What follows belongs to an exercise in optimizing a design on an open flow for small area, a short achievable clock period and few clock cycles per item; a production flow would make more cautious choices. Function was checked by simulation only, so behaviour that the tests miss may differ from the original.

==> run a: inputs <==
// mon_post
module mon_post (
    input  wire               clk,
    input  wire               rst,
    input  wire               in_valid,
    output wire               in_ready,
    input  wire [4:0]         in_ch,
    input  wire signed [27:0] in_x,
    input  wire               in_ovf,
    input  wire               in_clip,
    input  wire               in_settle,
    input  wire               in_sharp,
    input  wire               in_clear,
    input  wire               in_enable,
    input  wire [2:0]         cfg_sh2,
    input  wire               cfg_dcb_en,
    input  wire               cfg_dcb_freeze,
    input  wire [4:0]         cfg_dcb_k,
    input  wire signed [31:0] cfg_gain,
    input  wire signed [31:0] cfg_offset,
    input  wire               cfg_tha_en,
    input  wire               cfg_tha_dir,
    input  wire [7:0]         cfg_tha_dwell,
    input  wire [15:0]        cfg_tha_hyst,
    input  wire signed [31:0] cfg_tha_level,
    input  wire               cfg_thb_en,
    input  wire               cfg_thb_dir,
    input  wire [7:0]         cfg_thb_dwell,
    input  wire [15:0]        cfg_thb_hyst,
    input  wire signed [31:0] cfg_thb_level,
    input  wire [15:0]        therm_warn,
    input  wire [15:0]        therm_alarm,
    input  wire [15:0]        therm_shut,
    input  wire [7:0]         therm_hyst,
    input  wire [7:0]         therm_dwell,
    output reg                out_valid,
    output reg  [4:0]         out_ch,
    output reg  [31:0]        out_eng,
    output reg  [23:0]        out_y,
    output reg  [5:0]         out_flags,
    output reg                out_evt_a,
    output reg                out_evt_b,
    output reg  [1:0]         out_tha_state,
    output reg  [1:0]         out_thb_state,
    output reg  [5:0]         out_uns_left,
    output reg  [2:0]         out_therm_set,
    output reg  [1:0]         out_therm_level
);
Settings: LEC_CHECK=0, CAP_MARGIN=20, CORE_MARGIN=2, CORE_UTILIZATION=40, CTS_CLUSTER_DIAMETER=60, CTS_CLUSTER_SIZE=22, PLACE_DENSITY=0.5, SLEW_MARGIN=20, SYNTH_HIERARCHICAL=1; clock period 24.0 ns.
standard.sh (not shown) runs the stock make flow with config.mk's settings and CLKGATE_MAP_FILE= SYNTH_SCRIPT=/design/flow/synth_recipe.tcl, a recipe that flattens the netlist after the stock synthesis.
==> flow/flow/run.sh <==
#!/bin/bash
# The standard layout (the standard.sh, unchanged), with timing repair
# asked to leave this much setup slack on every path, so that it works on the
# paths that set the period this design reaches. The clock and constraints
# are the design's. ORFS writes each tool's log under orfs/logs/.
export SETUP_SLACK_MARGIN=17.8
bash standard.sh > standard.log 2>&1
==> run b (differences from run a) <==
==> flow/flow/run.sh (replaced) <==
#!/bin/bash
# The standard layout (the standard.sh, unchanged) with two settings:
# - timing repair is asked to leave this much setup slack on every path, so
#   that it works on the paths that set the period this design reaches (the
#   clock and constraints stay the design's);
# - every input and output port still gets its own buffer, but a plain
#   buf_2 rather than the default delay buffer.
# ORFS writes each tool's log under orfs/logs/.
export SETUP_SLACK_MARGIN=17.8
export BUFFER_PORTS_ARGS="-buffer_cell sky130_fd_sc_hd__buf_2"
bash standard.sh > standard.log 2>&1
CTS_CLUSTER_DIAMETER = 65   (was 60)
CTS_CLUSTER_SIZE = 25   (was 22)
TNS_END_PERCENT = 0   (was default)
==> run c (differences from run a) <==
==> flow/flow/run.sh (replaced) <==
#!/bin/bash
# The standard layout (the standard.sh, unchanged) with two settings:
# - timing repair is asked to leave this much setup slack on every path, so
#   that it works on the paths that set the period this design reaches (the
#   clock and constraints stay the design's);
# - every input and output port still gets its own buffer, but a plain
#   buf_2 rather than the default delay buffer.
# ORFS writes each tool's log under orfs/logs/.
export SETUP_SLACK_MARGIN=17.9
export BUFFER_PORTS_ARGS="-buffer_cell sky130_fd_sc_hd__buf_2"
bash standard.sh > standard.log 2>&1
CORE_UTILIZATION = 45   (was 40)
CTS_CLUSTER_DIAMETER = default   (was 60)
CTS_CLUSTER_SIZE = default   (was 22)
PLACE_DENSITY = 0.55   (was 0.5)
==> flow_metrics.py <==
metrics = {
    "run_status": {
        "status": "timing/DRC/antenna clean",
    },
    "place": {
        "placed_cell_area_sq_um": 117000,
    },
    "layout": {
        "seq_area_sq_um": 58600,
        "n_clock_buffer": 207,
        "fin_cells": 13157,
    },
    "global_route": {
        "met2_usage_pct": 42.2,
    },
    "critical_path": {
        "path_buf_inv": 5,
    },
    "min_path": {
        "min_from": "s0_offset[11]",
    },
}
(the above is from run a)
==> flow_metrics.py <==
metrics = {
    "sta": {
        "fin_hold_ws_ns": 0.293,
    },
    "layout": {
        "seq_area_sq_um": 58500,
    },
    "global_route": {
        "met2_usage_pct": 41.6,
    },
    "place": {
        "placed_cell_area_sq_um": 115000,
    },
    "critical_path": {
        "path_buf_inv": 1,
    },
    "run_status": {
        "status": "timing/DRC/antenna clean",
    },
    "min_path": {
        "min_from": "s2_uns",
    },
}
(the above is from run b)
==> flow_metrics.py <==
metrics = {
    "run_status": {
        "status": "timing/DRC/antenna clean",
    },
    "min_path": {
        "min_path_type": "reg -> reg",
        "min_from": "s0_tdwell[1]",
    },
    "layout": {
        "fin_cells": 12924,
        "n_clock_buffer": 334,
    },
    "global_route": {
        "grt_first_pass_wirelength_mm": 498,
    },
}
(the above is from run c)
Testbench counts of run a, summed over its fixed seeds: cycles 32,040, items 32,000.
Testbench counts of run b, summed over its fixed seeds: cycles 32,040, items 32,000.
Testbench counts of run c, summed over its fixed seeds: cycles 32,040, items 32,000.

========
==> lagoon: inputs <==
Starting RTL as in the previous note.
export LEC_CHECK = 0
export CAP_MARGIN = 20
export CORE_MARGIN = 2
export CORE_UTILIZATION = 40
export CTS_CLUSTER_DIAMETER = 65
export CTS_CLUSTER_SIZE = 25
export PLACE_DENSITY = 0.5
export SLEW_MARGIN = 20
export SYNTH_HIERARCHICAL = 1
export TNS_END_PERCENT = 0
create_clock -name core_clock -period 24.0 [get_ports {clk}]
==> flow/flow/run.sh <==
#!/bin/bash
# The standard layout (the standard.sh, unchanged) with two settings:
# - timing repair is asked to leave this much setup slack on every path, so
#   that it works on the paths that set the period this design reaches (the
#   clock and constraints stay the design's);
# - every input and output port still gets its own buffer, but a plain
#   buf_2 rather than the default delay buffer.
# ORFS writes each tool's log under orfs/logs/.
export SETUP_SLACK_MARGIN=17.9
export BUFFER_PORTS_ARGS="-buffer_cell sky130_fd_sc_hd__buf_2"
bash standard.sh > standard.log 2>&1
==> inputs of nickel, as changes to lagoon <==
--- a/flow/flow/run.sh
+++ b/flow/flow/run.sh
@@ -8,3 +8,3 @@
 # ORFS writes each tool's log under orfs/logs/.
-export SETUP_SLACK_MARGIN=17.9
+export SETUP_SLACK_MARGIN=17.8
 export BUFFER_PORTS_ARGS="-buffer_cell sky130_fd_sc_hd__buf_2"
--- a/flow/config.mk
+++ b/flow/config.mk
@@ -10,4 +10,4 @@
 export CORE_UTILIZATION = 40
-export CTS_CLUSTER_DIAMETER = 65
-export CTS_CLUSTER_SIZE = 25
+export CTS_CLUSTER_DIAMETER = 60
+export CTS_CLUSTER_SIZE = 22
 export PLACE_DENSITY = 0.5
@@ -15,2 +15 @@
 export SYNTH_HIERARCHICAL = 1
-export TNS_END_PERCENT = 0
==> notes <==
- nickel ran to the end with no violations. lagoon completed without violations.
- In die area, lagoon and nickel do not differ.
- Against nickel, the final cell count of lagoon is lower by about 0.55%.
- Synthesized cell count is the same in lagoon and nickel.
- In nickel the count of clock-buffer cells in the layout is higher than in lagoon, by 15.
Testbench counts of lagoon, summed over its fixed seeds: cycles 32,040, items 32,000.
Testbench counts of nickel, summed over its fixed seeds: cycles 32,040, items 32,000.

========
==> job 1897 <==
mon_post again, from the RTL that the note above started with.
export LEC_CHECK = 0
export CAP_MARGIN = 20
export CORE_MARGIN = 2
export CORE_UTILIZATION = 40
export CTS_CLUSTER_DIAMETER = 60
export CTS_CLUSTER_SIZE = 22
export PLACE_DENSITY = 0.5
export SLEW_MARGIN = 20
export SYNTH_HIERARCHICAL = 1
export TNS_END_PERCENT = 0
create_clock -name core_clock -period 24.0 [get_ports {clk}]
==> flow/flow/run.sh <==
#!/bin/bash
# The standard layout (the standard.sh, unchanged) with two settings:
# - timing repair is asked to leave this much setup slack on every path, so
#   that it works on the paths that set the period this design reaches (the
#   clock and constraints stay the design's);
# - every input and output port still gets its own buffer, but a plain
#   buf_2 rather than the default delay buffer.
# ORFS writes each tool's log under orfs/logs/.
export SETUP_SLACK_MARGIN=17.8
export BUFFER_PORTS_ARGS="-buffer_cell sky130_fd_sc_hd__buf_2"
bash standard.sh > standard.log 2>&1
==> job 4993 (differences from job 1897) <==
--- a/flow/flow/run.sh
+++ b/flow/flow/run.sh
@@ -8,3 +8,3 @@
 # ORFS writes each tool's log under orfs/logs/.
-export SETUP_SLACK_MARGIN=17.8
+export SETUP_SLACK_MARGIN=17.75
 export BUFFER_PORTS_ARGS="-buffer_cell sky130_fd_sc_hd__buf_2"
--- a/flow/config.mk
+++ b/flow/config.mk
@@ -9,8 +9,5 @@
 export CORE_MARGIN = 2
-export CORE_UTILIZATION = 40
-export CTS_CLUSTER_DIAMETER = 60
-export CTS_CLUSTER_SIZE = 22
-export PLACE_DENSITY = 0.5
+export CORE_UTILIZATION = 52
+export PLACE_DENSITY = 0.62
 export SLEW_MARGIN = 20
 export SYNTH_HIERARCHICAL = 1
-export TNS_END_PERCENT = 0
==> job 779 (differences from job 1897) <==
--- a/flow/flow/run.sh
+++ b/flow/flow/run.sh
@@ -8,3 +8,3 @@
 # ORFS writes each tool's log under orfs/logs/.
-export SETUP_SLACK_MARGIN=17.8
+export SETUP_SLACK_MARGIN=17.9
 export BUFFER_PORTS_ARGS="-buffer_cell sky130_fd_sc_hd__buf_2"
==> metrics.csv <==
stage,metric,value,unit
timing,postLayoutSetupSlackWorst,17.73,ns
setup_path,endpoint,out_eng[27],
clock_network,postCtsSetupBuffers,31,
floorplan,die-area,0.278,mm2
routing,wl_met2,170,mm
timing,fmax,159,MHz
cells_and_area,multi_input_area_share,0.375,
setup_path,cp-startpoint,out_eng[27],
run_status,status,finished clean,
routing,wl_met1,148,mm
cells_and_area,seqCellArea,0.0585,mm2
setup_path,reg2reg_setup_slack,17.83,ns
routing,drt_wl_total,350,mm
floorplan,core_region_area,0.273,mm2
Source of the figures above: job 1897

==> metrics.csv <==
stage,metric,value,unit
timing,fmax,161,MHz
floorplan,core_region_area,0.210,mm2
cells_and_area,seqCellArea,0.0586,mm2
routing,wl_met2,157,mm
setup_path,endpoint,out_eng[16],
run_status,status,finished clean,
floorplan,die-area,0.215,mm2
routing,drt_wl_total,328,mm
setup_path,cp-startpoint,out_eng[16],
timing,postLayoutSetupSlackWorst,17.79,ns
clock_network,postCtsSetupBuffers,48,
routing,wl_met1,130,mm
Source of the figures above: job 4993

==> metrics.csv <==
stage,metric,value,unit
setup_path,endpoint,out_eng[26],
cells_and_area,multi_input_area_share,0.376,
setup_path,cp-startpoint,out_eng[26],
run_status,status,finished clean,
timing,postLayoutSetupSlackWorst,17.76,ns
routing,wl_met1,147,mm
routing,drt_wl_total,351,mm
floorplan,die-area,0.278,mm2
floorplan,core_region_area,0.273,mm2
timing,fmax,160,MHz
placement,place_area,0.115,mm2
setup_path,reg2reg_setup_slack,17.88,ns
Source of the figures above: job 779

Testbench counts of job 1897, summed over its fixed seeds: cycles 32,040, items 32,000.
Testbench counts of job 4993, summed over its fixed seeds: cycles 32,040, items 32,000.
Testbench counts of job 779, summed over its fixed seeds: cycles 32,040, items 32,000.

==> static timing again, ports no longer ideal <==
In the flow no input, the clock included, has a driving cell. The finished layouts below were timed again as built, in two steps.
Step 1 (the two cells are an assumption about what drives the block):
set clk [get_ports {clk}]
set_driving_cell -lib_cell sky130_fd_sc_hd__clkbuf_16 $clk
set_driving_cell -lib_cell sky130_fd_sc_hd__buf_2 [delete_from_list [all_inputs] $clk]
Step 2 adds t to the input delays and takes it off the output delays; t is the mean of the earliest and latest rising clock arrival at the registers after step 1. Input paths then give back, and output paths get back, about the clock's delay inside the block.
Three values: no drivers, after step 1, after step 2; two values: the first two.
| run | shift t [ns] | slack for setup (ns) | hold slack, ns | latest minus earliest clock arrival (ns) | worst data-port slew with drivers (ns) |
|---|---|---|---|---|---|
| run a | 0.971 | 17.768 / 17.707 / 16.976 | 0.298 / 0.298 / 0.298 | 0.063 / 0.063 | 0.16 |
| run b | 0.969 | 17.707 / 17.609 / 16.881 | 0.293 / 0.293 / 0.293 | 0.107 / 0.107 | 0.12 |
| run c | 0.969 | 17.817 / 17.724 / 17.144 | 0.285 / 0.285 / 0.285 | 0.068 / 0.068 | 0.15 |
| lagoon | 0.966 | 17.765 / 17.672 / 17.080 | 0.278 / 0.278 / 0.278 | 0.096 / 0.096 | 0.13 |
| nickel | 0.972 | 17.757 / 17.661 / 17.113 | 0.295 / 0.295 / 0.295 | 0.106 / 0.107 | 0.16 |
| job 1897 | 0.985 | 17.727 / 17.629 / 16.877 | 0.295 / 0.295 / 0.295 | 0.123 / 0.123 | 0.14 |
| job 4993 | 0.974 | 17.787 / 17.683 / 16.963 | 0.284 / 0.284 / 0.284 | 0.081 / 0.081 | 0.09 |
| job 779 | 0.959 | 17.764 / 17.672 / 17.088 | 0.303 / 0.303 / 0.303 | 0.062 / 0.062 | 0.13 |
After both steps setup and hold are still met in every run listed. For job 1897, which loses most, drivers alone change the setup slack by -0.098 ns; drivers and shift together by -0.850 ns.
